Background: an optimization exercise with open tools, aiming at small area, a short achievable clock period and few clock cycles per item. Do not read the settings as production practice.
RTL that was checked went through simulation tests only; none was proved equivalent to the original.
Function not checked in runs 1 to 5: the RTL went through the layout flow alone.

<file path="design/flow/design.v">
module g_xor2  (input wire a, input wire b, output wire y); assign y = a ^ b;    endmodule
module g_xnor2 (input wire a, input wire b, output wire y); assign y = ~(a ^ b); endmodule
module g_nand2 (input wire a, input wire b, output wire y); assign y = ~(a & b); endmodule
module g_nor2  (input wire a, input wire b, output wire y); assign y = ~(a | b); endmodule
module aes_sbox_hi (
    input  wire [7:0]  a,
    output wire [21:0] m
);
    wire U0 = a[7], U1 = a[6], U2 = a[5], U3 = a[4], U4 = a[3], U5 = a[2], U6 = a[1], U7 = a[0];
    wire T1, T2, T3, T4, T5, T6, T7, T8, T9, T10, T11, T12, T13, T14, T15, T16, T17, T18, T19, T20, T21, T22, T23, T24, T25, T26, T27, M1, M2, M3, M4, M5, M6, M7, M8, M9, M10, M11, M12, M13, M14, M15, M16, M17, M18, M19, M20, M21, M22, M23, M24, M25, M26, M27, M28, M29, M30, M31, M32, M33, M34, M35, M36, M37, M38, M39, M40, M41, M42, M43, M44, M47, M48, M50, M51, M56, M57, M59, M60;
    g_xor2 u0 (.a(U0), .b(U3), .y(T1));
    g_xor2 u1 (.a(U0), .b(U5), .y(T2));
    g_xor2 u2 (.a(U0), .b(U6), .y(T3));
    g_xor2 u3 (.a(U3), .b(U5), .y(T4));
    g_xor2 u4 (.a(U4), .b(U6), .y(T5));
    g_xor2 u5 (.a(T1), .b(T5), .y(T6));
    g_xor2 u6 (.a(U1), .b(U2), .y(T7));
    g_xor2 u7 (.a(U7), .b(T6), .y(T8));
    g_xor2 u8 (.a(U7), .b(T7), .y(T9));
    g_xor2 u9 (.a(T6), .b(T7), .y(T10));
    g_xor2 u10 (.a(U1), .b(U5), .y(T11));
    g_xor2 u11 (.a(U2), .b(U5), .y(T12));
    g_xor2 u12 (.a(T3), .b(T4), .y(T13));
    g_xor2 u13 (.a(T6), .b(T11), .y(T14));
    g_xor2 u14 (.a(T5), .b(T11), .y(T15));
    g_xor2 u15 (.a(T5), .b(T12), .y(T16));
    g_xor2 u16 (.a(T9), .b(T16), .y(T17));
    g_xor2 u17 (.a(U3), .b(U7), .y(T18));
    g_xor2 u18 (.a(T7), .b(T18), .y(T19));
    g_xor2 u19 (.a(T1), .b(T19), .y(T20));
    g_xor2 u20 (.a(U6), .b(U7), .y(T21));
    g_xor2 u21 (.a(T7), .b(T21), .y(T22));
    g_xor2 u22 (.a(T2), .b(T22), .y(T23));
    g_xor2 u23 (.a(T2), .b(T10), .y(T24));
    g_xor2 u24 (.a(T20), .b(T17), .y(T25));
    g_xor2 u25 (.a(T3), .b(T16), .y(T26));
    g_xor2 u26 (.a(T1), .b(T12), .y(T27));
    g_nand2 u27 (.a(T13), .b(T6), .y(M1));
    g_nand2 u28 (.a(T23), .b(T8), .y(M2));
    g_xnor2 u29 (.a(T14), .b(M1), .y(M3));
    g_nand2 u30 (.a(T19), .b(U7), .y(M4));
    g_xor2 u31 (.a(M4), .b(M1), .y(M5));
    g_nand2 u32 (.a(T3), .b(T16), .y(M6));
    g_nand2 u33 (.a(T22), .b(T9), .y(M7));
    g_xnor2 u34 (.a(T26), .b(M6), .y(M8));
    g_nand2 u35 (.a(T20), .b(T17), .y(M9));
    g_xor2 u36 (.a(M9), .b(M6), .y(M10));
    g_nand2 u37 (.a(T1), .b(T15), .y(M11));
    g_nand2 u38 (.a(T4), .b(T27), .y(M12));
    g_xor2 u39 (.a(M12), .b(M11), .y(M13));
    g_nand2 u40 (.a(T2), .b(T10), .y(M14));
    g_xor2 u41 (.a(M14), .b(M11), .y(M15));
    g_xnor2 u42 (.a(M3), .b(M2), .y(M16));
    g_xor2 u43 (.a(M5), .b(T24), .y(M17));
    g_xnor2 u44 (.a(M8), .b(M7), .y(M18));
    g_xor2 u45 (.a(M10), .b(M15), .y(M19));
    g_xor2 u46 (.a(M16), .b(M13), .y(M20));
    g_xor2 u47 (.a(M17), .b(M15), .y(M21));
    g_xor2 u48 (.a(M18), .b(M13), .y(M22));
    g_xor2 u49 (.a(M19), .b(T25), .y(M23));
    g_xnor2 u50 (.a(M22), .b(M23), .y(M24));
    g_nand2 u51 (.a(M22), .b(M20), .y(M25));
    g_xor2 u52 (.a(M21), .b(M25), .y(M26));
    g_xnor2 u53 (.a(M20), .b(M21), .y(M27));
    g_xor2 u54 (.a(M23), .b(M25), .y(M28));
    g_nor2 u55 (.a(M28), .b(M27), .y(M29));
    g_nor2 u56 (.a(M26), .b(M24), .y(M30));
    g_nand2 u57 (.a(M20), .b(M23), .y(M31));
    g_nor2 u58 (.a(M27), .b(M31), .y(M32));
    g_xor2 u59 (.a(M27), .b(M25), .y(M33));
    g_nand2 u60 (.a(M21), .b(M22), .y(M34));
    g_nor2 u61 (.a(M24), .b(M34), .y(M35));
    g_xor2 u62 (.a(M24), .b(M25), .y(M36));
    g_xor2 u63 (.a(M21), .b(M29), .y(M37));
    g_xor2 u64 (.a(M32), .b(M33), .y(M38));
    g_xor2 u65 (.a(M23), .b(M30), .y(M39));
    g_xor2 u66 (.a(M35), .b(M36), .y(M40));
    g_xor2 u67 (.a(M38), .b(M40), .y(M41));
    g_xor2 u68 (.a(M37), .b(M39), .y(M42));
    g_xor2 u69 (.a(M37), .b(M38), .y(M43));
    g_xor2 u70 (.a(M39), .b(M40), .y(M44));
    g_nand2 u71 (.a(M40), .b(T8), .y(M47));
    g_nand2 u72 (.a(M39), .b(U7), .y(M48));
    g_nand2 u73 (.a(M38), .b(T9), .y(M50));
    g_nand2 u74 (.a(M37), .b(T17), .y(M51));
    g_nand2 u75 (.a(M40), .b(T23), .y(M56));
    g_nand2 u76 (.a(M39), .b(T19), .y(M57));
    g_nand2 u77 (.a(M38), .b(T22), .y(M59));
    g_nand2 u78 (.a(M37), .b(T20), .y(M60));
    assign m = {M57, M60, M59, M51, M47, M48, M56, M50, T2, T4, T1, T3, T13, T10, T27, T15, T16, M43, T6, M44, M41, M42};
endmodule
module aes_sbox_lo (
    input  wire [21:0] m,
    output wire [7:0]  y
);
    wire M42 = m[0], M41 = m[1], M44 = m[2], T6 = m[3], M43 = m[4], T16 = m[5], T15 = m[6], T27 = m[7], T10 = m[8], T13 = m[9], T3 = m[10], T1 = m[11], T4 = m[12], T2 = m[13], M50 = m[14], M56 = m[15], M48 = m[16], M47 = m[17], M51 = m[18], M59 = m[19], M60 = m[20], M57 = m[21];
    wire M45, M46, M49, M52, M53, M54, M55, M58, M61, M62, M63, L0, L1, L2, L3, L4, L5, L6, L7, L8, L9, L10, L11, L12, L13, L14, L15, L16, L17, L18, L19, L20, L21, L22, L23, L24, L25, L26, L27, L28, L29;
    g_xor2 u0 (.a(M42), .b(M41), .y(M45));
    g_nand2 u1 (.a(M44), .b(T6), .y(M46));
    g_nand2 u2 (.a(M43), .b(T16), .y(M49));
    g_nand2 u3 (.a(M42), .b(T15), .y(M52));
    g_nand2 u4 (.a(M45), .b(T27), .y(M53));
    g_nand2 u5 (.a(M41), .b(T10), .y(M54));
    g_nand2 u6 (.a(M44), .b(T13), .y(M55));
    g_nand2 u7 (.a(M43), .b(T3), .y(M58));
    g_nand2 u8 (.a(M42), .b(T1), .y(M61));
    g_nand2 u9 (.a(M45), .b(T4), .y(M62));
    g_nand2 u10 (.a(M41), .b(T2), .y(M63));
    g_xor2 u11 (.a(M61), .b(M62), .y(L0));
    g_xor2 u12 (.a(M50), .b(M56), .y(L1));
    g_xor2 u13 (.a(M46), .b(M48), .y(L2));
    g_xor2 u14 (.a(M47), .b(M55), .y(L3));
    g_xor2 u15 (.a(M54), .b(M58), .y(L4));
    g_xor2 u16 (.a(M49), .b(M61), .y(L5));
    g_xnor2 u17 (.a(M62), .b(L5), .y(L6));
    g_xnor2 u18 (.a(M46), .b(L3), .y(L7));
    g_xor2 u19 (.a(M51), .b(M59), .y(L8));
    g_xor2 u20 (.a(M52), .b(M53), .y(L9));
    g_xnor2 u21 (.a(M53), .b(L4), .y(L10));
    g_xnor2 u22 (.a(M60), .b(L2), .y(L11));
    g_xor2 u23 (.a(M48), .b(M51), .y(L12));
    g_xnor2 u24 (.a(M50), .b(L0), .y(L13));
    g_xor2 u25 (.a(M52), .b(M61), .y(L14));
    g_xnor2 u26 (.a(M55), .b(L1), .y(L15));
    g_xnor2 u27 (.a(M56), .b(L0), .y(L16));
    g_xnor2 u28 (.a(M57), .b(L1), .y(L17));
    g_xnor2 u29 (.a(M58), .b(L8), .y(L18));
    g_xnor2 u30 (.a(M63), .b(L4), .y(L19));
    g_xor2 u31 (.a(L0), .b(L1), .y(L20));
    g_xor2 u32 (.a(L1), .b(L7), .y(L21));
    g_xor2 u33 (.a(L3), .b(L12), .y(L22));
    g_xor2 u34 (.a(L18), .b(L2), .y(L23));
    g_xor2 u35 (.a(L15), .b(L9), .y(L24));
    g_xor2 u36 (.a(L6), .b(L10), .y(L25));
    g_xor2 u37 (.a(L7), .b(L9), .y(L26));
    g_xor2 u38 (.a(L8), .b(L10), .y(L27));
    g_xor2 u39 (.a(L11), .b(L14), .y(L28));
    g_xor2 u40 (.a(L11), .b(L17), .y(L29));
    g_xor2 u41 (.a(L6), .b(L24), .y(y[7]));
    g_xnor2 u42 (.a(L16), .b(L26), .y(y[6]));
    g_xnor2 u43 (.a(L19), .b(L28), .y(y[5]));
    g_xor2 u44 (.a(L6), .b(L21), .y(y[4]));
    g_xor2 u45 (.a(L20), .b(L22), .y(y[3]));
    g_xor2 u46 (.a(L25), .b(L29), .y(y[2]));
    g_xnor2 u47 (.a(L13), .b(L27), .y(y[1]));
    g_xnor2 u48 (.a(L6), .b(L23), .y(y[0]));
endmodule
module aes_mixcol (
    input  wire [31:0] c,      
    input  wire        en,
    output wire [31:0] g
);
    wire [7:0] s [0:3];
    assign s[0] = c[31:24]; assign s[1] = c[23:16]; assign s[2] = c[15:8]; assign s[3] = c[7:0];
    wire [7:0] p [0:3];        
    wire [7:0] x [0:3];        
    wire [7:0] t;              
    wire [7:0] u [0:3];        
    genvar i, b;
    generate
        for (i = 0; i < 4; i = i + 1) begin : g_col
            for (b = 0; b < 8; b = b + 1) begin : g_bit
                g_xor2 u_p (.a(s[i][b]), .b(s[(i+1)%4][b]), .y(p[i][b]));
                if (b == 1 || b == 3 || b == 4) begin : g_red
                    g_xor2 u_x (.a(p[i][b-1]), .b(p[i][7]), .y(x[i][b]));
                end else if (b == 0) begin : g_b0
                    assign x[i][0] = p[i][7];
                end else begin : g_sh
                    assign x[i][b] = p[i][b-1];
                end
                g_xor2  u_u (.a(t[b]), .b(x[i][b]), .y(u[i][b]));
                g_nand2 u_g (.a(en), .b(u[i][b]), .y(g[31 - 8*i - 7 + b]));
            end
        end
        for (b = 0; b < 8; b = b + 1) begin : g_t
            g_xor2 u_t (.a(p[0][b]), .b(p[2][b]), .y(t[b]));
        end
    endgenerate
endmodule
module cph_aes (
    input  wire         clk,
    input  wire         rst,          
    input  wire         in_valid,
    output wire         in_ready,
    input  wire [255:0] in_key,       
    input  wire [127:0] in_block,     
    output reg          out_valid,
    output wire [127:0] out_block     
);
    reg          s_busy;
    reg  [3:0]   s_round;             
    reg  [127:0] st;                  
    reg  [127:0] qa;                  
    reg  [127:0] qb;                  
    reg          p_busy;
    reg  [3:0]   p_round;             
    reg  [351:0] pm;                  
    reg  [127:0] ra, rb;              
    reg  [87:0] rm;                  
    wire load = !p_busy;
    assign in_ready  = load;
    assign out_block = st;
    genvar g;
    wire [351:0] pm_d;
    wire [87:0] rm_d;
    generate
        for (g = 0; g < 16; g = g + 1) begin : g_sbh
            aes_sbox_hi u_sb (.a(st[127 - 8*g -: 8]), .m(pm_d[351 - 22*g -: 22]));
        end
        for (g = 0; g < 4; g = g + 1) begin : g_ksbh
            aes_sbox_hi u_ksb (.a(qb[31 - 8*g -: 8]), .m(rm_d[87 - 22*g -: 22]));
        end
    endgenerate
    wire [127:0] sub;
    generate
        for (g = 0; g < 16; g = g + 1) begin : g_sbl
            aes_sbox_lo u_sb (.m(pm[351 - 22*g -: 22]), .y(sub[127 - 8*g -: 8]));
        end
    endgenerate
    wire [127:0] shf;
    generate
        for (g = 0; g < 16; g = g + 1) begin : g_sr
            assign shf[127 - 8*g -: 8] = sub[127 - 8*((g + 4*(g % 4)) % 16) -: 8];
        end
    endgenerate
    wire p_last = (p_round == 4'd14);
    wire mc_en  = !p_last && !load;
    wire [127:0] mg;           
    generate
        for (g = 0; g < 4; g = g + 1) begin : g_mc
            aes_mixcol u_mc (.c(shf[127 - 32*g -: 32]), .en(mc_en), .g(mg[127 - 32*g -: 32]));
        end
    endgenerate
    wire [127:0] rk  = load ? in_key[255:128] : rb;
    wire [127:0] dat = load ? in_block : shf;
    wire [127:0] rnd_out;
    generate
        for (g = 0; g < 128; g = g + 1) begin : g_ark
            wire x;
            g_xor2  u_x (.a(dat[g]), .b(rk[g]), .y(x));
            g_xnor2 u_m (.a(x), .b(mg[g]), .y(rnd_out[g]));
        end
    endgenerate
    wire [31:0] ksub;
    generate
        for (g = 0; g < 4; g = g + 1) begin : g_ksbl
            aes_sbox_lo u_ksb (.m(rm[87 - 22*g -: 22]), .y(ksub[31 - 8*g -: 8]));
        end
    endgenerate
    reg [7:0] rcon;
    always @(*) begin
        case (p_round[3:1])
            3'd0:    rcon = 8'h01;
            3'd1:    rcon = 8'h02;
            3'd2:    rcon = 8'h04;
            3'd3:    rcon = 8'h08;
            3'd4:    rcon = 8'h10;
            3'd5:    rcon = 8'h20;
            3'd6:    rcon = 8'h40;
            default: rcon = 8'h80;
        endcase
    end
    wire [31:0] t = p_round[0] ? ({ksub[23:0], ksub[31:24]} ^ {rcon, 24'h0}) : ksub;
    wire [31:0] a0 = ra[127:96], a1 = ra[95:64], a2 = ra[63:32], a3 = ra[31:0];
    wire [31:0] a01, a012, a0123, n0, n1, n2, n3;
    generate
        for (g = 0; g < 32; g = g + 1) begin : g_ks
            g_xor2 u_p1 (.a(a0[g]),   .b(a1[g]),  .y(a01[g]));
            g_xor2 u_p2 (.a(a01[g]),  .b(a2[g]),  .y(a012[g]));
            g_xor2 u_p3 (.a(a012[g]), .b(a3[g]),  .y(a0123[g]));
            g_xor2 u_n0 (.a(a0[g]),   .b(t[g]),   .y(n0[g]));
            g_xor2 u_n1 (.a(a01[g]),  .b(t[g]),   .y(n1[g]));
            g_xor2 u_n2 (.a(a012[g]), .b(t[g]),   .y(n2[g]));
            g_xor2 u_n3 (.a(a0123[g]),.b(t[g]),   .y(n3[g]));
        end
    endgenerate
    always @(posedge clk) begin
        if (rst) begin
            s_busy    <= 1'b0;
            p_busy    <= 1'b0;
            out_valid <= 1'b0;
            s_round   <= 4'd1;
            p_round   <= 4'd1;
        end else begin
            p_busy    <= s_busy;
            p_round   <= s_round;
            out_valid <= p_busy && p_last;
            if (load) begin
                s_busy  <= in_valid;
                s_round <= 4'd1;
            end else begin
                s_busy  <= !p_last;
                s_round <= p_round + 4'd1;
            end
        end
    end
    always @(posedge clk) begin
        pm <= pm_d;
        ra <= qa;
        rb <= qb;
        rm <= rm_d;
        st <= rnd_out;
        qa <= rk;
        qb <= load ? in_key[127:0] : {n0, n1, n2, n3};
    end
endmodule
</file>
<file path="design/flow/run.sh">
#!/bin/bash
# synth_recipe.tcl (not shown) runs the flow's synth.tcl, then flattens the netlist and writes it again
# the make line also repeats each setting of config.mk as NAME=value (left out here)
make -C /OpenROAD-flow-scripts/flow DESIGN_CONFIG=/design/flow/config.mk WORK_HOME=/design/flow/orfs CLKGATE_MAP_FILE= SYNTH_SCRIPT=/design/flow/synth_recipe.tcl finish
</file>
<file path="design/flow/config.mk">
export PLATFORM = sky130hd
export DESIGN_NAME = cph_aes
export DESIGN_NICKNAME = cph_aes
export VERILOG_FILES = /design/flow/design.v
export SDC_FILE = /design/flow/constraint.sdc
export NUM_CORES = 8
export LEC_CHECK = 0
export CAP_MARGIN = 20
export CORE_MARGIN = 2
export CORE_UTILIZATION = 45
export PLACE_DENSITY = 0.6
export SETUP_SLACK_MARGIN = 4.5
export SLEW_MARGIN = 20
export SYNTH_HIERARCHICAL = 1
export SYNTH_MINIMUM_KEEP_SIZE = 0
</file>
<file path="design/flow/constraint.sdc">
create_clock -name core_clock -period 8.0 [get_ports {clk}]
set_input_delay 1.6000 -clock core_clock [delete_from_list [all_inputs] [get_ports {clk}]]
set_output_delay 1.6000 -clock core_clock [all_outputs]
set_load 0.01 [all_outputs]
</file>
==> results.sh, run 1 <==
export IMPL_core_mm2=0.129
export IMPL_drt_first_iter_violations=2216
export IMPL_setup_viol=0
export IMPL_design_area_mm2=0.0694
export IMPL_cts_reportedPaths_clkPinSlew_ns=0.06
export IMPL_dr_pass1_iters=5
export IMPL_fp_dieH_um=365
export IMPL_highest_layer="met5"
export IMPL_clockBufferDepth=3
export IMPL_yosys_area_top_type="dfxtp_1"
export IMPL_via_per_inst=4.62
export IMPL_wl_met2_um=80500
export IMPL_min_delay_path_class="reg -> reg"
export IMPL_synth_distinct_cells=24
export IMPL_antenna_found_initial=33
export IMPL_synthesis_area_mm2=0.0585
export IMPL_hold_viol=0
export IMPL_finalWirelength_um=177000
export IMPL_worst_ep_required_time_ns=6.40
export IMPL_slew_violations=0
export IMPL_h_tree_depth=3
export IMPL_syn_to_final_growth_pct=18.6
export IMPL_synth_seq_cells=1091
export IMPL_cts_tree="done"
export IMPL_crit_path_start_kind="register"
export IMPL_period_needed_ns=3.49
export IMPL_yosysSeqAreaShare_pct=37.3
export IMPL_dieArea_mm2=0.133
export IMPL_yosysTopAreaCellShare_pct=37.3
export IMPL_crit_slowest_cell="clkdlybuf4s50_1"
export IMPL_grt_use_total_pct=26.1
export IMPL_status="complete, no violations"
export IMPL_avgSynthCellArea_um2=10.5
export IMPL_final_nets=6138
export IMPL_grt_pass1_vias=35600
export IMPL_wl_per_cell_um=23.4
export IMPL_port_buffers=516
export IMPL_path_delay_family="buffers and inverters"
export IMPL_final_layout_size_suffix_gt1_share_pct=17.7
export IMPL_vias=35100
export IMPL_clock_latency_ns=0.77
export IMPL_num_rows=132
export IMPL_yosys_top_cells_area="dfxtp_1 (37%), xor2_1 (33%), mux2_4 (8.4%)"
export IMPL_cp_arrival_ns=1.89
export IMPL_drc=0
export IMPL_die_w_um=365
export IMPL_layout_commonest_cell="xor2_1"
export IMPL_grt_pass1_wl_um=248000
export IMPL_wl_met3_um=10800
export IMPL_met1_length_um=80000
export IMPL_period_share_pct=43.7
export IMPL_hp_start="qb[35]$_DFF_P_"
export IMPL_fill_cells=11300
export IMPL_clockRootBuffer="clkbuf_16"
export IMPL_initial_core_util_pct=45.3
export IMPL_worstMarginPinSlew_ns=1.12
export IMPL_maxCapViolCount=0
export IMPL_cpPeakStageDelay_ns=0.68
export IMPL_slew_headroom_pct=25.6
export IMPL_cp_cell_sequence="clkdlybuf4s50_1"
export IMPL_syn_num_nets=5937
export IMPL_netlist_instances=5548
export IMPL_skew_ns=0.0529
export IMPL_worstSetupStartpoint="st[9]$_DFF_P_"
export IMPL_max_freq_ghz=0.286
export IMPL_cp_num_buf_inv=1
export IMPL_tns_ns=0
export IMPL_cp_max_fo=4
export IMPL_hpwlAfterDp_um=145000
export IMPL_holdWs_ns=0.291
export IMPL_worst_setup_path_end_kind="output port"
export IMPL_place_area_mm2=0.0622
export IMPL_numCtsBuffers=116
export IMPL_yosysWarnings=8
export IMPL_rr_startpoint="pm[216]$_DFF_P_"
export IMPL_clock_sinks=1091
export IMPL_place_congestion=0.930
export IMPL_final_cell_mix="xor2_1 (1935), dfxtp_1 (982), nand2_1 (728), xnor2_1 (514), clkdlybuf4s50_1 (483)"
export IMPL_grt_max_degree=104
export IMPL_crit_type="reg -> out"
export IMPL_grt_overflow=0
export IMPL_final_antenna_net_count=0
export IMPL_num_io_pins=517
export IMPL_rsz0062_at_grt="true"
what timing repair did:
item / in CTS / in global routing
pin swaps: 4 / 35
buffers inserted: 8 / 31
endpoints found under the setup margin: 319 / 298
resized for setup: 221 / 267
hold buffers: 0 / 0
per-stage QoR:
stage          utilization [%]  worst slack [ns]  std cells
2_1_floorplan                -              4.65       5548
3_3_place_gp              48.1              3.75       7334
3_5_place_dp              48.1              3.84       7334
4_1_cts                   52.0              4.41       7561
5_1_grt                   53.7              4.36       7592
6_report                  53.7              4.51       7596
metal layers:
metal | track usage [%] | up-vias
met2 | 41.9 | 946
met5 | 0 | -
met3 | 4.93 | 221
met1 | 35.3 | 16900
met4 | 8.08 | 20
li1 | - | 17000
cell families after synthesis:
logic type,count (synthesis),synth area share [%]
buffers and inverters,493,6.65
AOI/OAI and AO/OA,8,0.0684
muxes,409,9.96
and+or+nand+nor,839,5.46
adders and majority gates,2,0.0428
xor gates and xnor gates,2706,40.5
DFF,1091,37.3
Yosys stat by module (local to each module, per instance), a selection:
module       flip-flops and latches  cells inside  area, um^2  times used
g_xor2                            0             1        8.76        2168
aes_sbox_hi                       0            22         165          20
g_nand2                           0             1        3.75         728
cph_aes                        1091          1604       28600           1
g_xnor2                           0             1        8.76         528
g_nor2                            0             1        3.75          80
sequential cells by signal (all words and copies together), names as in the netlist, 4 cells and up:
signal / count
rm: 88
pm: 352
qa: 128
ra: 128
p_round: 4
st: 128
s_round: 4
rb: 128
qb: 128
Yosys cell counts (all sizes together):
master / number
nand2b: 1
nor2b: 4
a21oi: 8
nand3b: 3
dfxtp: 1091
and2: 1
inv: 2
nand3: 3
ha: 2
buf: 490
nor3b: 3
mux2i: 1
nand2: 728
clkbuf: 1
xor2: 2173
nor3: 1
nor2: 93
mux2: 408
xnor2: 533
or2: 2
final cells by class:
type	instances	area [um^2]	share of cell area [%]
Clock buffer	161	3280	4.73
Multi-Input combinational cell	3964	35500	51.2
Clock inverter	58	759	1.09
Sequential cell	1091	22000	31.7
Timing Repair Buffer	574	5640	8.13
Antenna cell	4	10.0	0.0144
Inverter	2	7.51	0.0108
Tap cell	1742	2180	3.14
final timing paths:
| path | cells past startpoint | to | slack [ns] |
|---|---|---|---|
| max | 1 | out_block[9] | 4.51 |
| min | 0 | rb[35]$_DFF_P_ | 0.29 |
| max reg2reg | 9 | st[8]$_DFF_P_ | 4.53 |
| min reg2reg | 0 | rb[35]$_DFF_P_ | 0.29 |
==> run 2, diff against run 1 <==
==> design/flow/flow/run.sh (new file) <==
#!/bin/bash
# The standard layout, except that the port buffers are plain
# sky130_fd_sc_hd__buf_4 cells rather than the delay cells buffer_ports picks.
set -euo pipefail
bash standard.sh "BUFFER_PORTS_ARGS=-buffer_cell sky130_fd_sc_hd__buf_4" finish > standard_flow.log 2>&1
==> design/flow/standard.sh (new file) <==
#!/bin/bash
# synth_recipe.tcl (not shown) runs the flow's synth.tcl, then flattens the netlist and writes it again
# the make line also repeats each setting of config.mk as NAME=value (left out here)
make -C /OpenROAD-flow-scripts/flow DESIGN_CONFIG=/design/flow/config.mk WORK_HOME=/design/flow/orfs CLKGATE_MAP_FILE= SYNTH_SCRIPT=/design/flow/synth_recipe.tcl "${@:-finish}"
removed: design/flow/run.sh
==> run 2 against run 1 <==
  * Count of clock-buffer cells in the layout down 11
  * First-iteration DRC count up 3.5%
  * Non-clock buffer count down 2
  * Cell count about the same
  * Critical path depth up 11
  * Core utilization down 0.86 points
  * Fmax up 0.40%
  * Largest cell class unchanged
==> results.sh, run 2 <==
export IMPL_status="complete, no violations"
export IMPL_dieArea_mm2=0.133
export IMPL_holdBufCountCts=0
export IMPL_crit_top_cell="xor2_1"
export IMPL_numCtsBuffers=115
export IMPL_synth_seq_cells=1091
export IMPL_clock_sinks=1091
export IMPL_rr_startpoint="st[75]$_DFF_P_"
export IMPL_drt_first_iter_violations=2294
export IMPL_synth_most_common_cell="xor2_1"
export IMPL_avgSynthCellArea_um2=10.5
export IMPL_grt_use_total_pct=26.2
export IMPL_hp_start="qa[26]$_DFF_P_"
export IMPL_max_freq_ghz=0.288
export IMPL_port_buffers=516
export IMPL_period_needed_ns=3.48
export IMPL_drc=0
export IMPL_yosysTopAreaCellShare_pct=37.3
export IMPL_crit_slowest_cell="dfxtp_2"
export IMPL_h_tree_depth=3
export IMPL_yosysWarnings=8
export IMPL_synthTopCellsByCount="xor2_1 (2173), dfxtp_1 (1091), nand2_1 (728), xnor2_1 (533), buf_4 (441)"
export IMPL_cts_tree="done"
export IMPL_synth_distinct_cells=24
export IMPL_clockRootBuffer="clkbuf_16"
export IMPL_yosys_area_top_type="dfxtp_1"
export IMPL_cpPeakStageDelay_ns=0.51
export IMPL_grt_max_degree=85
export IMPL_setup_viol=0
export IMPL_top_register="pm"
export IMPL_yosys_top_cells_area="dfxtp_1 (37%), xor2_1 (33%), mux2_4 (8.4%)"
export IMPL_period_share_pct=43.5
export IMPL_async_reset_ff_share_pct=0
export IMPL_crit_type="reg -> reg"
export IMPL_grt_pass1_wl_um=249000
export IMPL_design_area_mm2=0.0683
export IMPL_worst_ep_required_time_ns=8.57
export IMPL_final_layout_size_suffix_gt1_share_pct=26.3
export IMPL_dr_pass1_iters=5
export IMPL_slew_violations=0
export IMPL_cp_cell_sequence="xor2_4, xor2_4, xor2_2, nand2_1, xor2_1, xor2_1, xor2_2, xnor2_1, xor2_1, xor2_2, buf_4, xor2_1"
export IMPL_hpwlAfterDp_um=146000
export IMPL_grt_pass1_vias=35900
export IMPL_cp_arrival_ns=4.05
export IMPL_synth_edff_count=0
export IMPL_syn_num_nets=5937
export IMPL_fp_dieH_um=365
export IMPL_place_area_mm2=0.0609
export IMPL_finalWirelength_um=179000
export IMPL_final_nets=6135
export IMPL_synthFlopType="dfxtp_1"
export IMPL_worstSetupStartpoint="st[75]$_DFF_P_"
export IMPL_hold_viol=0
export IMPL_netlist_instances=5548
export IMPL_worst_setup_path_end_kind="register"
export IMPL_layout_commonest_cell="xor2_1"
export IMPL_num_rows=132
export IMPL_synthesis_area_mm2=0.0585
export IMPL_antenna_found_initial=19
export IMPL_crit_path_start_kind="register"
export IMPL_largest_reg_flops=352
export IMPL_tns_ns=0
export IMPL_maxCapViolCount=0
export IMPL_min_delay_path_class="reg -> reg"
export IMPL_clockBufferDepth=3
export IMPL_place_congestion=0.954
export IMPL_slew_headroom_pct=25.1
export IMPL_yosysSeqAreaShare_pct=37.3
export IMPL_core_mm2=0.129
export IMPL_wl_per_cell_um=23.6
export IMPL_syn_to_final_growth_pct=16.7
export IMPL_final_cell_mix="xor2_1 (1928), dfxtp_1 (998), nand2_1 (728), buf_4 (567), xnor2_1 (514)"
export IMPL_final_antenna_net_count=0
export IMPL_die_w_um=365
export IMPL_grt_overflow=0
export IMPL_cts_reportedPaths_clkPinSlew_ns=0.06
export IMPL_vias=35100
export IMPL_rsz0062_at_grt="true"
export IMPL_initial_core_util_pct=45.3
export IMPL_skew_ns=0.0516
export IMPL_worstMarginPinSlew_ns=1.12
export IMPL_via_per_inst=4.63
export IMPL_clock_latency_ns=0.76
export IMPL_cp_max_fo=5
export IMPL_num_io_pins=517
-- run 2: Yosys stat by module, one instance, submodules excluded, a selection --
module / cell area, um^2 / cells / flops+latches
g_xor2: 8.76 / 1 / 0
g_nor2: 3.75 / 1 / 0
cph_aes: 28600 / 1604 / 1091
g_nand2: 3.75 / 1 / 0
g_xnor2: 8.76 / 1 / 0
aes_sbox_hi: 165 / 22 / 0
-- run 2: cells by family after synthesis --
family,count (synthesis),share of synthesized area (%)
flops,1091,37.3
buf+inv,493,6.65
mux,409,9.96
fa+ha+maj,2,0.0428
xor+xnor,2706,40.5
compound gates,8,0.0684
simple gates,839,5.46
-- run 2: what timing repair did --
action / 4_1_cts / 5_1_grt
setup endpoints to repair: 246 / 279
pin swaps: 4 / 41
gates cloned: 1 / 0
gates resized for setup: 152 / 282
buffers inserted: 2 / 35
-- run 2: cell type report --
cell class / count / area [um^2]
repair buffers: 572 / 4380
clock inverters: 62 / 996
diodes: 6 / 15.0
multi-input cells: 3964 / 35600
flip-flops and latches: 1091 / 22000
fillers: 11500 / 61000
inverters: 2 / 7.51
well taps: 1742 / 2180
clock buffers: 150 / 3190
-- run 2: worst paths after layout --
check                                       end  slack, ns  depth (start not counted)
worst max-delay path            pm[199]$_DFF_P_       4.52                         12
worst min-delay path             ra[26]$_DFF_P_       0.30                          0
worst max register to register  pm[199]$_DFF_P_       4.52                         12
worst min register to register   ra[26]$_DFF_P_       0.30                          0
-- run 2: metal layers --
layer / global-route usage, % / vias to the layer above / part of all wire (%)
li1: - / 17000 / -
met3: 4.60 / 206 / 5.4
met4: 9.11 / 14 / 3.7
met2: 41.8 / 863 / 45
met1: 35.5 / 17000 / 46
met5: 0 / - / 0.052
-- run 2: critical path, delay by kind of cell, from the launching register on --
kind / cells / cell delay, ns
flops: 1 / 0.51
simple gates: 1 / 0.10
xor+xnor: 10 / 2.50
buf+inv: 1 / 0.17
-- run 2: through the flow --
stage                     utilization (%)  cells  worst slack [ns]  hold WS (ns)
after floorplan                         -   5548              4.65         0.310
after global placement               47.1   7333              3.82         0.310
after detailed placement             47.1   7333              3.86         0.312
after CTS                            51.1   7548              4.33         0.291
after global routing                 52.8   7585              4.39         0.302
final                                52.8   7589              4.52         0.298
==> run 3, diff against run 2 <==
==> design/flow/flow/run.sh (replaced) <==
#!/bin/bash
# The standard layout, except that the port buffers are plain
# sky130_fd_sc_hd__buf_1 cells rather than the delay cells buffer_ports picks.
set -euo pipefail
bash standard.sh "BUFFER_PORTS_ARGS=-buffer_cell sky130_fd_sc_hd__buf_1" finish > standard_flow.log 2>&1
==> run 3 against run 2 <==
  * Still clean on timing, DRC and antenna
  * Sequential share of layout area grew 1.0 points
  * Via count shrank 0.14%
  * Flip-flop and latch count is the same
  * Global-route usage shrank 0.31 points
  * Critical endpoint is now st[65]$_DFF_P_
  * Largest cell class unchanged
  * Highest routed layer unchanged
==> results.sh, run 3 <==
export IMPL_status="complete, no violations"
export IMPL_hold_viol=0
export IMPL_slew_violations=0
export IMPL_cp_max_fo=4
export IMPL_core_mm2=0.129
export IMPL_clockRootBuffer="clkbuf_16"
export IMPL_num_rows=132
export IMPL_rr_startpoint="pm[242]$_DFF_P_"
export IMPL_worst_setup_path_end_kind="register"
export IMPL_num_io_pins=517
export IMPL_max_freq_ghz=0.289
export IMPL_dr_pass1_iters=5
export IMPL_netlist_instances=5548
export IMPL_synthFlopType="dfxtp_1"
export IMPL_rsz0062_at_grt="true"
export IMPL_final_nets=6117
export IMPL_syn_num_nets=5937
export IMPL_synthesis_area_mm2=0.0585
export IMPL_period_share_pct=43.3
export IMPL_place_congestion=0.954
export IMPL_vias=35100
export IMPL_cts_tree="done"
export IMPL_hpwlAfterDp_um=145000
export IMPL_grt_max_degree=107
export IMPL_maxCapViolCount=0
export IMPL_final_layout_size_suffix_gt1_share_pct=17.5
export IMPL_worstMarginPinSlew_ns=1.21
export IMPL_largest_reg_flops=352
export IMPL_synth_edff_count=0
export IMPL_grt_pass1_wl_um=245000
export IMPL_dieArea_mm2=0.133
export IMPL_numCtsBuffers=116
export IMPL_clock_latency_ns=0.75
export IMPL_clockBufferDepth=3
export IMPL_yosys_top_cells_area="dfxtp_1 (37%), xor2_1 (33%), mux2_4 (8.4%)"
export IMPL_h_tree_depth=3
export IMPL_final_cell_mix="xor2_1 (1931), dfxtp_1 (989), nand2_1 (728), buf_1 (516), xnor2_1 (510)"
export IMPL_avgSynthCellArea_um2=10.5
export IMPL_ff_latch_area_mm2=0.0220
export IMPL_skew_ns=0.0226
export IMPL_fill_cells=11700
export IMPL_yosysTopAreaCellShare_pct=37.3
export IMPL_antenna_found_initial=25
export IMPL_initial_core_util_pct=45.3
export IMPL_synth_seq_cells=1091
export IMPL_wl_per_cell_um=23.3
export IMPL_setup_viol=0
export IMPL_finalWirelength_um=176000
export IMPL_drc=0
export IMPL_cp_arrival_ns=4.06
export IMPL_place_inst=7331
export IMPL_port_buffers=516
export IMPL_slew_headroom_pct=19.0
export IMPL_drt_first_iter_violations=2271
export IMPL_fin_cells=7573
export IMPL_synth_most_common_cell="xor2_1"
export IMPL_async_reset_ff_share_pct=0
export IMPL_grt_use_total_pct=25.9
export IMPL_min_delay_path_class="reg -> reg"
export IMPL_hp_start="qb[33]$_DFF_P_"
export IMPL_crit_type="reg -> reg"
export IMPL_synthTopCellsByCount="xor2_1 (2173), dfxtp_1 (1091), nand2_1 (728), xnor2_1 (533), buf_4 (441)"
export IMPL_fp_dieH_um=365
export IMPL_worst_ep_required_time_ns=8.59
export IMPL_worstSetupStartpoint="pm[242]$_DFF_P_"
export IMPL_period_needed_ns=3.46
export IMPL_top_register="pm"
export IMPL_tns_ns=0
export IMPL_layout_commonest_cell="xor2_1"
export IMPL_synth_distinct_cells=24
export IMPL_die_w_um=365
export IMPL_final_antenna_net_count=0
export IMPL_grt_pass1_vias=35400
export IMPL_via_per_inst=4.63
export IMPL_clock_sinks=1091
export IMPL_grt_overflow=0
export IMPL_crit_path_start_kind="register"
export IMPL_yosys_area_top_type="dfxtp_1"
export IMPL_multi_input_area_mm2=0.0356
export IMPL_yosysSeqAreaShare_pct=37.3
export IMPL_cts_reportedPaths_clkPinSlew_ns=0.06
export IMPL_syn_to_final_growth_pct=13.2
export IMPL_yosysWarnings=8
[run 3: cell types whose count changed in the layout (fill, tap and decap cells not counted), sizes merged]
| cell | before | now |
|---|---|---|
| inv | 7 | 14 |
| diode | 6 | 4 |
| bufinv | 21 | 20 |
| clkinv | 31 | 28 |
| bufbuf | 1 | 0 |
| clkbuf | 150 | 151 |
| clkinvlp | 5 | 6 |
| buf | 571 | 553 |
[run 3: path summary, 6_finish.rpt]
| path | end | slack (ns) | depth (start not counted) |
|---|---|---|---|
| worst max-delay path | st[65]$_DFF_P_ | 4.54 | 10 |
| worst min-delay path | rb[33]$_DFF_P_ | 0.32 | 0 |
| worst max register to register | st[65]$_DFF_P_ | 4.54 | 10 |
| worst min register to register | rb[33]$_DFF_P_ | 0.32 | 0 |
[run 3: timing repair]
item | CTS | global route
cloned | 0 | 0
buffers inserted | 1 | 20
setup endpoints to repair | 233 | 266
hold buffers | 0 | 0
gates resized for setup | 152 | 301
pin swaps | 3 | 37
[run 3: through the flow]
step | area, um^2 | setup WS [ns] | hold WS, ns | util, %
after global routing | 66300 | 4.44 | 0.308 | 51.2
after CTS | 64100 | 4.50 | 0.310 | 49.6
after detailed placement | 58900 | 3.86 | 0.312 | 45.6
final | 66300 | 4.54 | 0.315 | 51.2
after floorplan | 58500 | 4.65 | 0.310 | -
after global placement | 58900 | 3.89 | 0.310 | 45.6
[run 3: metal layers]
metal / wire length, um / GRT usage, %
met1: 79800 / 35.2
met2: 77500 / 40.0
met3: 10900 / 4.76
met4: 8110 / 11.3
met5: 137 / 0
[run 3: cell type report]
type                            instances  area share, %
Antenna cell                            4         0.0151
Inverter                                2         0.0113
Multi-Input combinational cell       3964           53.7
Tap cell                             1742           3.29
Clock inverter                         66           1.48
Sequential cell                      1091           33.2
Clock buffer                          151           4.88
Timing Repair Buffer                  553           3.40
[run 3: worst max-delay path: stages (launching register included)]
cell     delay [ns]
dfxtp_1        0.37
xor2_1         0.20
nand2_1        0.13
xor2_1         0.36
xor2_1         0.23
xor2_1         0.51
xor2_1         0.56
xor2_1         0.23
xor2_1         0.16
nand2_1        0.10
xnor2_1        0.44
[run 3: Yosys stat by module, one instance, submodules excluded, a selection]
module	area [um^2]	flops+latches	cells inside
g_xnor2	8.76	0	1
g_nand2	3.75	0	1
g_nor2	3.75	0	1
aes_sbox_hi	165	0	22
g_xor2	8.76	0	1
cph_aes	28600	1091	1604
[run 3: kinds of logic after synthesis]
family | synth area share [%]
buffers and inverters | 6.65
muxes | 9.96
adders and majority gates | 0.0428
xor gates and xnor gates | 40.5
DFF | 37.3
AOI/OAI and AO/OA | 0.0684
and+or+nand+nor | 5.46
==> run 4, diff against run 3 <==
--- a/design/flow/config.mk
+++ b/design/flow/config.mk
@@ -9,7 +9,7 @@
 export CORE_MARGIN = 2
 export CORE_UTILIZATION = 45
 export PLACE_DENSITY = 0.6
-export SETUP_SLACK_MARGIN = 4.5
+export SETUP_SLACK_MARGIN = 4.7
 export SLEW_MARGIN = 20
 export SYNTH_HIERARCHICAL = 1
 export SYNTH_MINIMUM_KEEP_SIZE = 0
==> run 4 against run 3 <==
  * Critical endpoint is now pm[198]$_DFF_P_
  * Cell count rose by 1.5%
  * Fmax up 5.4%
  * Synthesized area did not move
  * Still clean
  * Largest cell class unchanged
  * First-iteration DRC count is 0.53% lower
==> results.sh, run 4 <==
export IMPL_slew_violations=0
export IMPL_final_antenna_net_count=0
export IMPL_initial_core_util_pct=45.3
export IMPL_grt_max_degree=105
export IMPL_period_share_pct=41.1
export IMPL_fp_dieH_um=365
export IMPL_yosys_area_top_type="dfxtp_1"
export IMPL_cp_depth=12
export IMPL_holdWs_ns=0.279
export IMPL_cp_num_buf_inv=1
export IMPL_max_freq_ghz=0.304
export IMPL_grt_pass1_wl_um=245000
export IMPL_final_layout_size_suffix_gt1_share_pct=23.9
export IMPL_timing_rr_end="pm[198]$_DFF_P_"
export IMPL_cts_tree="done"
export IMPL_hold_viol=0
export IMPL_period_needed_ns=3.29
export IMPL_maxCapViolCount=0
export IMPL_async_reset_ff_share_pct=0
export IMPL_worstSetupStartpoint="st[73]$_DFF_P_"
export IMPL_numCtsBuffers=116
export IMPL_fin_util_pct=53.6
export IMPL_r2r_cells=12
export IMPL_whs_endpoint="rb[110]$_DFF_P_"
export IMPL_dr_pass1_iters=5
export IMPL_clock_sinks=1091
export IMPL_min_delay_path_class="reg -> reg"
export IMPL_drt_first_iter_violations=2259
export IMPL_netlist_instances=5548
export IMPL_syn_to_final_growth_pct=18.5
export IMPL_finalWirelength_um=179000
export IMPL_core_mm2=0.129
export IMPL_dieArea_mm2=0.133
export IMPL_cts_reportedPaths_clkPinSlew_ns=0.07
export IMPL_clockRootBuffer="clkbuf_16"
export IMPL_worst_setup_path_end_kind="register"
export IMPL_avgSynthCellArea_um2=10.5
export IMPL_grt_pass1_vias=35400
export IMPL_wl_per_cell_um=23.2
export IMPL_yosys_top_cells_area="dfxtp_1 (37%), xor2_1 (33%), mux2_4 (8.4%)"
export IMPL_synthesis_area_mm2=0.0585
export IMPL_place_area_mm2=0.0590
export IMPL_skew_ns=0.0468
export IMPL_grt_use_total_pct=25.8
export IMPL_drc=0
export IMPL_hp_start="qb[110]$_DFF_P_"
export IMPL_rrSetupSlack_ns=4.71
export IMPL_synth_most_common_cell="xor2_1"
export IMPL_syn_num_nets=5937
export IMPL_path_delay_family="XOR/XNOR gates"
export IMPL_wl_met2_um=82000
export IMPL_layout_commonest_cell="xor2_1"
export IMPL_h_tree_depth=3
export IMPL_crit_type="reg -> reg"
export IMPL_cp_cell_sequence="xor2_4, buf_12, xor2_4, xor2_1, xnor2_1, xnor2_1, xor2_2, nand2_2, xor2_1, nor2_1, xor2_2, xor2_1"
export IMPL_rr_startpoint="st[73]$_DFF_P_"
export IMPL_port_buffers=516
export IMPL_crit_slowest_cell="dfxtp_4"
export IMPL_final_nets=6219
export IMPL_num_io_pins=517
export IMPL_clock_latency_ns=0.77
export IMPL_tns_ns=0
export IMPL_wl_met3_um=10700
export IMPL_synthFlopType="dfxtp_1"
export IMPL_place_congestion=0.956
export IMPL_largest_reg_flops=352
export IMPL_synthTopCellsByCount="xor2_1 (2173), dfxtp_1 (1091), nand2_1 (728), xnor2_1 (533), buf_4 (441)"
export IMPL_highest_layer="met5"
export IMPL_cp_max_fo=4
export IMPL_num_rows=132
export IMPL_rsz0062_at_grt="true"
export IMPL_slew_headroom_pct=22.9
export IMPL_grt_overflow=0
export IMPL_cpPeakStageDelay_ns=0.50
export IMPL_yosysSeqAreaShare_pct=37.3
export IMPL_crit_top_cell="xor2_1"
export IMPL_design_area_mm2=0.0694
export IMPL_top_register="pm"
export IMPL_hpwlAfterDp_um=143000
export IMPL_holdBufCountCts=0
export IMPL_yosysWarnings=8
export IMPL_status="complete, no violations"
export IMPL_met1_length_um=80100
export IMPL_fill_cells=11400
export IMPL_crit_path_start_kind="register"
export IMPL_vias=35700
export IMPL_antenna_found_initial=24
export IMPL_die_w_um=365
export IMPL_via_per_inst=4.64
export IMPL_synth_seq_cells=1091
export IMPL_worst_ep_required_time_ns=8.64
export IMPL_holdPathStages=0
export IMPL_clockBufferDepth=3
export IMPL_synth_edff_count=0
export IMPL_yosysTopAreaCellShare_pct=37.3
export IMPL_worstMarginPinSlew_ns=1.15
export IMPL_setup_viol=0
export IMPL_final_cell_mix="xor2_1 (1709), dfxtp_1 (958), nand2_1 (724), buf_1 (516), xnor2_1 (473)"
export IMPL_synth_distinct_cells=24
export IMPL_cp_arrival_ns=3.93
-- run 4: metrics by stage --
stage | cells | setup slack [ns]
floorplan | 5548 | 4.71
CTS | 7569 | 4.50
global route | 7672 | 4.55
finish | 7690 | 4.71
detailed placement | 7328 | 4.07
global placement | 7328 | 4.03
-- run 4: repair_timing --
action | 4_1_cts | 5_1_grt
setup endpoints to repair | 306 | 320
buffers inserted | 23 | 102
pin swaps | 49 | 93
gates resized for setup | 321 | 445
-- run 4: kinds of logic (layout without fill, tap and decap cells) --
family	Yosys count	after routing	synth area share [%]
adders and majority gates	2	2	0.0428
DFF	1091	1091	37.3
and+or+nand+nor	839	839	5.46
AOI/OAI and AO/OA	8	8	0.0684
muxes	409	409	9.96
xor gates and xnor gates	2706	2706	40.5
buffers and inverters	493	875	6.65
other	0	18	0
-- run 4: Yosys stat by module, one instance, submodules excluded, a selection --
module	flops+latches	times used	cells	cell area [um^2]
g_xnor2	0	528	1	8.76
cph_aes	1091	1	1604	28600
g_nor2	0	80	1	3.75
aes_sbox_hi	0	20	22	165
g_nand2	0	728	1	3.75
g_xor2	0	2168	1	8.76
-- run 4: area by class of cell --
type / count / area, um^2 / share of cell area, %
Multi-Input combinational cell: 3964 / 37700 / 54.4
Antenna cell: 18 / 45.0 / 0.0649
Sequential cell: 1091 / 22100 / 31.8
Clock inverter: 66 / 936 / 1.35
Tap cell: 1742 / 2180 / 3.14
Timing Repair Buffer: 655 / 3110 / 4.49
Inverter: 2 / 7.51 / 0.0108
Clock buffer: 152 / 3250 / 4.68
-- run 4: per-layer routing --
| layer | up-vias | track usage [%] |
|---|---|---|
| met5 | - | 0 |
| met4 | 16 | 7.94 |
| met3 | 238 | 4.35 |
| met2 | 921 | 41.4 |
| met1 | 17500 | 35.3 |
| li1 | 17000 | - |
-- run 4: worst max-delay path by stage --
stage	end	slack (ns)
2_1_floorplan	rm[1]$_DFF_P_	4.71
3_3_place_gp	pm[191]$_DFF_P_	4.03
3_5_place_dp	pm[199]$_DFF_P_	4.07
4_1_cts	pm[309]$_DFF_P_	4.50
5_1_grt	pm[198]$_DFF_P_	4.55
6_report	pm[198]$_DFF_P_	4.71
-- run 4: worst reg2reg max path: cells and delay by family, from the launching register on --
kind | cells | cell delay [ns]
xor gates and xnor gates | 9 | 2.17
buffers and inverters | 1 | 0.15
DFF | 1 | 0.50
and+or+nand+nor | 2 | 0.34
==> run 5, diff against run 4 <==
--- a/design/flow/config.mk
+++ b/design/flow/config.mk
@@ -7,9 +7,9 @@
 export LEC_CHECK = 0
 export CAP_MARGIN = 20
 export CORE_MARGIN = 2
-export CORE_UTILIZATION = 45
-export PLACE_DENSITY = 0.6
-export SETUP_SLACK_MARGIN = 4.7
+export CORE_UTILIZATION = 60
+export PLACE_DENSITY = 0.75
+export SETUP_SLACK_MARGIN = 4.5
 export SLEW_MARGIN = 20
 export SYNTH_HIERARCHICAL = 1
 export SYNTH_MINIMUM_KEEP_SIZE = 0
==> run 5 against run 4 <==
  * Still clean
  * Hold slack better by 0.039 ns
  * Count of clock-buffer cells in the layout up 5
  * Die area is 25% lower
  * Core utilization rose by 14 points
==> results.sh, run 5 <==
export IMPL_status="complete, no violations"
export IMPL_yosys_top_cells_area="dfxtp_1 (37%), xor2_1 (33%), mux2_4 (8.4%)"
export IMPL_yosysWarnings=8
export IMPL_yosys_area_top_type="dfxtp_1"
export IMPL_synth_most_common_cell="xor2_1"
export IMPL_clock_sinks=1091
export IMPL_synthTopCellsByCount="xor2_1 (2173), dfxtp_1 (1091), nand2_1 (728), xnor2_1 (533), buf_4 (441)"
export IMPL_antenna_found_initial=12
export IMPL_max_freq_ghz=0.282
export IMPL_num_io_pins=517
export IMPL_slew_violations=0
export IMPL_min_delay_path_class="reg -> reg"
export IMPL_clockRootBuffer="clkbuf_16"
export IMPL_grt_max_degree=105
export IMPL_grt_use_total_pct=31.6
export IMPL_avgSynthCellArea_um2=10.5
export IMPL_hp_start="qa[80]$_DFF_P_"
export IMPL_finalWirelength_um=166000
export IMPL_syn_to_final_growth_pct=11.9
export IMPL_netlist_instances=5548
export IMPL_worst_slack_ns=4.45
export IMPL_rrSetupSlack_ns=4.45
export IMPL_setup_viol=0
export IMPL_vias=36300
export IMPL_cp_max_fo=104
export IMPL_layout_commonest_cell="xor2_1"
export IMPL_core_mm2=0.0967
export IMPL_cp_cell_sequence="buf_6, buf_12, mux2_2, xor2_1, xnor2_2"
export IMPL_drt_first_iter_violations=2361
export IMPL_via_per_inst=5.10
export IMPL_synth_edff_count=0
export IMPL_worstSetupStartpoint="p_busy$_SDFF_PP0_"
export IMPL_synth_seq_cells=1091
export IMPL_top_register="pm"
export IMPL_place_congestion=1.01
export IMPL_final_layout_size_suffix_gt1_share_pct=17.0
export IMPL_path_delay_family="buffers and inverters"
export IMPL_final_antenna_net_count=0
export IMPL_grt_pass1_vias=36200
export IMPL_fill_cells=7225
export IMPL_holdBufCountCts=0
export IMPL_worst_setup_path_end_kind="register"
export IMPL_worst_ep_required_time_ns=8.51
export IMPL_cp_arrival_ns=4.06
export IMPL_tns_ns=0
export IMPL_cp_num_buf_inv=2
export IMPL_maxCapViolCount=0
export IMPL_clockBufferDepth=3
export IMPL_grt_pass1_wl_um=231000
export IMPL_final_cell_mix="xor2_1 (1926), dfxtp_1 (1012), nand2_1 (728), buf_1 (516), xnor2_1 (507)"
export IMPL_numCtsBuffers=113
export IMPL_skew_ns=0.0346
export IMPL_slew_headroom_pct=10.6
export IMPL_hpwlAfterDp_um=131000
export IMPL_dieArea_mm2=0.100
export IMPL_period_needed_ns=3.55
export IMPL_worstMarginPinSlew_ns=1.34
export IMPL_h_tree_depth=3
export IMPL_die_w_um=316
export IMPL_preCtsSetupSlack_ns=3.94
export IMPL_crit_slowest_cell="dfxtp_4"
export IMPL_cpPeakStageDelay_ns=0.80
export IMPL_drc=0
export IMPL_fp_dieH_um=316
export IMPL_synthesis_area_mm2=0.0585
export IMPL_period_share_pct=44.4
export IMPL_yosysSeqAreaShare_pct=37.3
export IMPL_rr_startpoint="p_busy$_SDFF_PP0_"
export IMPL_cts_tree="done"
export IMPL_wl_per_cell_um=23.4
export IMPL_num_rows=114
export IMPL_port_buffers=516
export IMPL_grt_overflow=0
export IMPL_final_nets=6115
export IMPL_dr_pass1_iters=5
export IMPL_cts_reportedPaths_clkPinSlew_ns=0.06
export IMPL_crit_type="reg -> reg"
export IMPL_synthFlopType="dfxtp_1"
export IMPL_synth_distinct_cells=24
export IMPL_clock_latency_ns=0.71
export IMPL_crit_path_start_kind="register"
export IMPL_yosysTopAreaCellShare_pct=37.3
export IMPL_initial_core_util_pct=60.5
export IMPL_rsz0062_at_grt="true"
export IMPL_hold_viol=0
export IMPL_async_reset_ff_share_pct=0
export IMPL_largest_reg_flops=352
export IMPL_syn_num_nets=5937
==> run 5: cell counts after synthesis <==
No cell type changed its count.
==> run 5: what timing repair did <==
action / in CTS / in global routing
setup buffers: 0 / 24
resized for setup: 118 / 310
cloned: 0 / 2
pin swaps: 2 / 32
setup endpoints to repair: 232 / 283
==> run 5: layout make-up <==
cell class	count	area, um^2	area share [%]
multi-input combinational	3966	35600	54.4
sequential	1091	22000	33.5
clock buffer	157	3230	4.94
timing repair buffer	552	2240	3.42
tap	1276	1600	2.44
clock inverter	52	805	1.23
antenna	11	27.5	0.0420
inverter	2	7.51	0.0115
==> run 5: cells by family after synthesis <==
kind of cell | synth area share (%)
xor gates and xnor gates | 40.5
DFF | 37.3
and+or+nand+nor | 5.46
buffers and inverters | 6.65
muxes | 9.96
AOI/OAI and AO/OA | 0.0684
adders and majority gates | 0.0428
==> run 5: final timing paths <==
check	to	depth (start not counted)
setup / recovery	st[51]$_DFF_P_	5
hold / removal	ra[80]$_DFF_P_	0
setup reg to reg	st[51]$_DFF_P_	5
hold reg to reg	ra[80]$_DFF_P_	0
==> run 5: modules after synthesis (local to each module, per instance), excerpt <==
module       cell area (um^2)  cells
g_nand2                  3.75      1
g_xor2                   8.76      1
g_xnor2                  8.76      1
g_nor2                   3.75      1
aes_sbox_hi               165     22
cph_aes                 28600   1604
==> run 5: worst register-to-register path, stage by stage, from the launching register on <==
cell and delay [ns]:
dfxtp_4 0.80, buf_6 0.57, buf_12 0.62, mux2_2 0.61
xor2_1 0.51, xnor2_2 0.24
==> run 5: through the flow <==
stage	cell area [um^2]	hold slack [ns]	util, %	instances
after global routing	65500	0.323	67.7	7096
after CTS	63100	0.308	65.3	7070
final	65500	0.318	67.7	7107
after floorplan	58500	0.310	-	5548
after global placement	58300	0.310	60.3	6861
after detailed placement	58300	0.312	60.3	6861
==> run 5: metal layers <==
| metal | wire length, um | part of all wire (%) | track usage [%] |
|---|---|---|---|
| met3 | 11300 | 6.8 | 4.70 |
| met4 | 9110 | 5.5 | 15.9 |
| met2 | 75500 | 45 | 50.3 |
| met1 | 70400 | 42 | 41.9 |
| met5 | 29 | 0.017 | 0 |
==> run 6, diff against run 5 <==
--- a/design/flow/design.v
+++ b/design/flow/design.v
@@ -2,6 +2,7 @@
 module g_xnor2 (input wire a, input wire b, output wire y); assign y = ~(a ^ b); endmodule
 module g_nand2 (input wire a, input wire b, output wire y); assign y = ~(a & b); endmodule
 module g_nor2  (input wire a, input wire b, output wire y); assign y = ~(a | b); endmodule
+module g_mux2i (input wire a, input wire b, input wire s, output wire y); assign y = ~(s ? b : a); endmodule
 module aes_sbox_hi (
     input  wire [7:0]  a,
     output wire [21:0] m
@@ -231,13 +232,13 @@
             aes_mixcol u_mc (.c(shf[127 - 32*g -: 32]), .en(mc_en), .g(mg[127 - 32*g -: 32]));
         end
     endgenerate
-    wire [127:0] rk  = load ? in_key[255:128] : rb;
-    wire [127:0] dat = load ? in_block : shf;
-    wire [127:0] rnd_out;
+    wire [127:0] rk_n, dat_n, rnd_out;
     generate
         for (g = 0; g < 128; g = g + 1) begin : g_ark
             wire x;
-            g_xor2  u_x (.a(dat[g]), .b(rk[g]), .y(x));
+            g_mux2i u_k (.a(rb[g]),  .b(in_key[128 + g]), .s(load), .y(rk_n[g]));
+            g_mux2i u_d (.a(shf[g]), .b(in_block[g]),     .s(load), .y(dat_n[g]));
+            g_xor2  u_x (.a(dat_n[g]), .b(rk_n[g]), .y(x));
             g_xnor2 u_m (.a(x), .b(mg[g]), .y(rnd_out[g]));
         end
     endgenerate
@@ -261,17 +262,17 @@
         endcase
     end
     wire [31:0] t = p_round[0] ? ({ksub[23:0], ksub[31:24]} ^ {rcon, 24'h0}) : ksub;
-    wire [31:0] a0 = ra[127:96], a1 = ra[95:64], a2 = ra[63:32], a3 = ra[31:0];
-    wire [31:0] a01, a012, a0123, n0, n1, n2, n3;
+    wire [31:0] b0 = ra[127:96], b1 = ra[95:64], b2 = ra[63:32], b3 = ra[31:0];
+    wire [31:0] c1, c2, c3, n0, n1, n2, n3;
     generate
         for (g = 0; g < 32; g = g + 1) begin : g_ks
-            g_xor2 u_p1 (.a(a0[g]),   .b(a1[g]),  .y(a01[g]));
-            g_xor2 u_p2 (.a(a01[g]),  .b(a2[g]),  .y(a012[g]));
-            g_xor2 u_p3 (.a(a012[g]), .b(a3[g]),  .y(a0123[g]));
-            g_xor2 u_n0 (.a(a0[g]),   .b(t[g]),   .y(n0[g]));
-            g_xor2 u_n1 (.a(a01[g]),  .b(t[g]),   .y(n1[g]));
-            g_xor2 u_n2 (.a(a012[g]), .b(t[g]),   .y(n2[g]));
-            g_xor2 u_n3 (.a(a0123[g]),.b(t[g]),   .y(n3[g]));
+            g_xor2  u_p1 (.a(b0[g]), .b(b1[g]), .y(c1[g]));     
+            g_xor2  u_p2 (.a(c1[g]), .b(b2[g]), .y(c2[g]));     
+            g_xor2  u_p3 (.a(c2[g]), .b(b3[g]), .y(c3[g]));     
+            g_xnor2 u_n0 (.a(b0[g]), .b(t[g]),  .y(n0[g]));
+            g_xor2  u_n1 (.a(c1[g]), .b(t[g]),  .y(n1[g]));
+            g_xnor2 u_n2 (.a(c2[g]), .b(t[g]),  .y(n2[g]));
+            g_xor2  u_n3 (.a(c3[g]), .b(t[g]),  .y(n3[g]));
         end
     endgenerate
     always @(posedge clk) begin
@@ -300,7 +301,7 @@
         rb <= qb;
         rm <= rm_d;
         st <= rnd_out;
-        qa <= rk;
+        qa <= rk_n;
         qb <= load ? in_key[127:0] : {n0, n1, n2, n3};
     end
 endmodule
--- a/design/flow/config.mk
+++ b/design/flow/config.mk
@@ -7,8 +7,8 @@
 export LEC_CHECK = 0
 export CAP_MARGIN = 20
 export CORE_MARGIN = 2
-export CORE_UTILIZATION = 60
-export PLACE_DENSITY = 0.75
+export CORE_UTILIZATION = 45
+export PLACE_DENSITY = 0.6
 export SETUP_SLACK_MARGIN = 4.5
 export SLEW_MARGIN = 20
 export SYNTH_HIERARCHICAL = 1
==> run 6 against run 5 <==
  * Critical path depth grew 4
  * Flip-flop and latch count is the same
  * Synthesized cell count shrank 0.50%
==> results.sh, run 6 <==
export IMPL_crit_slowest_cell="xor2_1"
export IMPL_vias=35200
export IMPL_min_delay_path_class="reg -> reg"
export IMPL_yosysTopAreaCellShare_pct=38.4
export IMPL_final_cell_mix="xor2_1 (1865), dfxtp_1 (999), nand2_1 (728), xnor2_1 (575), buf_1 (515)"
export IMPL_grt_use_total_pct=26.6
export IMPL_worstMarginPinSlew_ns=1.27
export IMPL_grt_pass1_wl_um=248000
export IMPL_slew_violations=0
export IMPL_grtUsageMet3_pct=4.33
export IMPL_wl_per_cell_um=23.7
export IMPL_rsz0062_at_grt="true"
export IMPL_clock_sinks=1091
export IMPL_yosysSeqAreaShare_pct=38.4
export IMPL_synth_seq_cells=1091
export IMPL_holdWs_ns=0.313
export IMPL_final_nets=6155
export IMPL_clockRootBuffer="clkbuf_16"
export IMPL_synth_most_common_cell="xor2_1"
export IMPL_async_reset_ff_share_pct=0
export IMPL_drt_first_iter_violations=2322
export IMPL_netlist_instances=5520
export IMPL_clockBufferDepth=3
export IMPL_cts_tree="done"
export IMPL_synthesis_area_mm2=0.0569
export IMPL_largest_reg_flops=352
export IMPL_busiest_layer="met2"
export IMPL_grt_overflow=0
export IMPL_use_met2_pct=44.0
export IMPL_drc=0
export IMPL_hpwlAfterDp_um=144000
export IMPL_dieArea_mm2=0.129
export IMPL_syn_to_final_growth_pct=14.2
export IMPL_syn_num_nets=5909
export IMPL_final_antenna_net_count=0
export IMPL_yosys_area_top_type="dfxtp_1"
export IMPL_crit_type="reg -> reg"
export IMPL_cp_arrival_ns=4.16
export IMPL_tns_ns=0
export IMPL_cp_cell_sequence="nand2_1, xor2_1, xnor2_1, xor2_1, xor2_1, xor2_1, xor2_1, nand2_1, xnor2_1"
export IMPL_period_share_pct=44.2
export IMPL_cts_reportedPaths_clkPinSlew_ns=0.06
export IMPL_cp_depth=9
export IMPL_finalWirelength_um=178000
export IMPL_initial_core_util_pct=45.3
export IMPL_num_io_pins=517
export IMPL_grt_max_degree=94
export IMPL_top_register="pm"
export IMPL_clock_latency_ns=0.74
export IMPL_final_layout_size_suffix_gt1_share_pct=13.5
export IMPL_antenna_found_initial=20
export IMPL_status="complete, no violations"
export IMPL_max_freq_ghz=0.283
export IMPL_skew_ns=0.0260
export IMPL_core_mm2=0.126
export IMPL_port_buffers=516
export IMPL_cpPeakStageDelay_ns=0.62
export IMPL_holdPathStages=0
export IMPL_synthTopCellsByCount="xor2_1 (2109), dfxtp_1 (1091), nand2_1 (728), xnor2_1 (597), buf_4 (441)"
export IMPL_worst_setup_path_end_kind="register"
export IMPL_h_tree_depth=3
export IMPL_cp_max_fo=5
export IMPL_synth_edff_count=0
export IMPL_slew_headroom_pct=13.0
export IMPL_cp_num_buf_inv=0
export IMPL_place_congestion=0.923
export IMPL_synthFlopType="dfxtp_1"
export IMPL_maxCapViolCount=0
export IMPL_num_rows=130
export IMPL_layout_commonest_cell="xor2_1"
export IMPL_worst_ep_required_time_ns=8.63
export IMPL_dr_pass1_iters=5
export IMPL_fp_dieH_um=360
export IMPL_path_delay_family="XOR/XNOR gates"
export IMPL_setup_viol=0
export IMPL_die_w_um=360
export IMPL_crit_top_cell="xor2_1"
export IMPL_hold_viol=0
export IMPL_period_needed_ns=3.54
export IMPL_avgSynthCellArea_um2=10.3
export IMPL_yosys_top_cells_area="dfxtp_1 (38%), xor2_1 (32%), xnor2_1 (9.2%)"
export IMPL_numCtsBuffers=115
export IMPL_synth_distinct_cells=25
export IMPL_yosysWarnings=8
export IMPL_grt_pass1_vias=35700
export IMPL_met1_usage_pct=35.3
export IMPL_via_per_inst=4.69
export IMPL_r2r_cells=9
export IMPL_crit_path_start_kind="register"
## run 6: cell types whose count changed in the layout (fill, tap and decap cells not counted), moves of 5 or more
cell / change
mux2_4: -240
xnor2_1: +68
buf_4: +39
dfxtp_2: +14
mux2_2: -16
xor2_1: -61
inv_6: +5
mux2i_1: +253
dfxtp_1: -13
## run 6: per-module statistics from Yosys (local to each module, per instance), excerpt
| module | area (um^2) | cells inside | times used | flip-flops and latches |
|---|---|---|---|---|
| g_mux2i | 10.0 | 1 | 256 | 0 |
| aes_sbox_hi | 165 | 22 | 20 | 0 |
| cph_aes | 24400 | 1320 | 1 | 1091 |
| g_nand2 | 3.75 | 1 | 728 | 0 |
| g_xnor2 | 8.76 | 1 | 592 | 0 |
| g_nor2 | 3.75 | 1 | 80 | 0 |
| g_xor2 | 8.76 | 1 | 2104 | 0 |
## run 6: repair_timing
| action | CTS | global route |
|---|---|---|
| gates resized for setup | 138 | 298 |
| setup buffers | 1 | 35 |
| endpoints found under the setup margin | 250 | 280 |
| pin swaps | 2 | 39 |
| hold buffers | 0 | 0 |
| gates cloned | 0 | 2 |
## run 6: cell type report
class / count / area (um^2)
antenna: 12 / 30.0
clock buffer: 155 / 3260
clock inverter: 55 / 738
fill: 11400 / 60600
inverter: 2 / 11.3
multi-input combinational: 3965 / 34400
sequential: 1091 / 22000
tap: 1650 / 2060
timing repair buffer: 591 / 2550
## run 6: layer usage
metal | vias to the layer above | part of all wire (%)
li1 | 17100 | -
met1 | 17000 | 44
met2 | 922 | 47
met3 | 234 | 5.2
met4 | 10 | 3.4
met5 | - | 0.033
## run 6: cells by family (layout without fill, tap and decap cells)
| group | count (synthesis) | in the layout | share of synthesized area, % |
|---|---|---|---|
| muxes | 409 | 409 | 8.10 |
| xor gates and xnor gates | 2706 | 2706 | 41.6 |
| and+or+nand+nor | 839 | 840 | 5.65 |
| adders and majority gates | 2 | 2 | 0.0439 |
| DFF | 1091 | 1091 | 38.4 |
| AOI/OAI and AO/OA | 8 | 8 | 0.0703 |
| other | 0 | 12 | 0 |
| buffers and inverters | 465 | 803 | 6.16 |
## run 6: path summary, 6_finish.rpt
kind / from / to / slack [ns]
setup / recovery: pm[220]$_DFF_P_ / st[119]$_DFF_P_ / 4.46
hold reg to reg: qa[96]$_DFF_P_ / ra[96]$_DFF_P_ / 0.31
setup reg to reg: pm[220]$_DFF_P_ / st[119]$_DFF_P_ / 4.46
hold / removal: qa[96]$_DFF_P_ / ra[96]$_DFF_P_ / 0.31
## run 6: metrics by stage
step,util (%),setup slack (ns),instance area [um^2],instances
after floorplan,-,1.48,57000,5520
after CTS,49.9,4.49,62700,7472
after detailed placement,46.0,3.91,57800,7261
after global routing,51.8,4.39,65000,7512
after global placement,46.0,3.93,57800,7260
final,51.8,4.46,65000,7521
Testbench counts of run 6, summed over its fixed seeds: cycles 48,634, items 3,238.

## what the ideal ports hide
The results above use ideal ports. As a check the final layouts listed here were re-extracted and re-timed, cells and wires unchanged.
Step 1, drivers: a clkbuf_16 drives clk and a buf_2 each remaining input, both assumed.
Step 2 moves the port delays by t, midway between the first and last clock arrival at a register: inputs arrive t later, outputs are due t later. That takes back most of the time a late clock gives input paths.
Slacks: ideal ports / drivers / drivers and shift; pairs: ideal ports / drivers.
run	t (ns)	slack for setup (ns)	worst hold slack (ns)	worst setup path at the end
run 1	0.819	4.508 / 4.429 / 4.531	0.291 / 0.291 / 0.291	register to register
run 2	0.817	4.522 / 4.522 / 4.522	0.298 / 0.298 / 0.298	register to register
run 3	0.816	4.537 / 4.537 / 4.537	0.315 / 0.315 / 0.315	register to register
run 4	0.819	4.714 / 4.706 / 4.714	0.279 / 0.279 / 0.279	register to register
run 5	0.758	4.450 / 4.450 / 4.450	0.318 / 0.318 / 0.318	register to register
run 6	0.800	4.464 / 4.464 / 4.464	0.313 / 0.313 / 0.313	register to register
After both steps setup and hold are still met in every run listed.
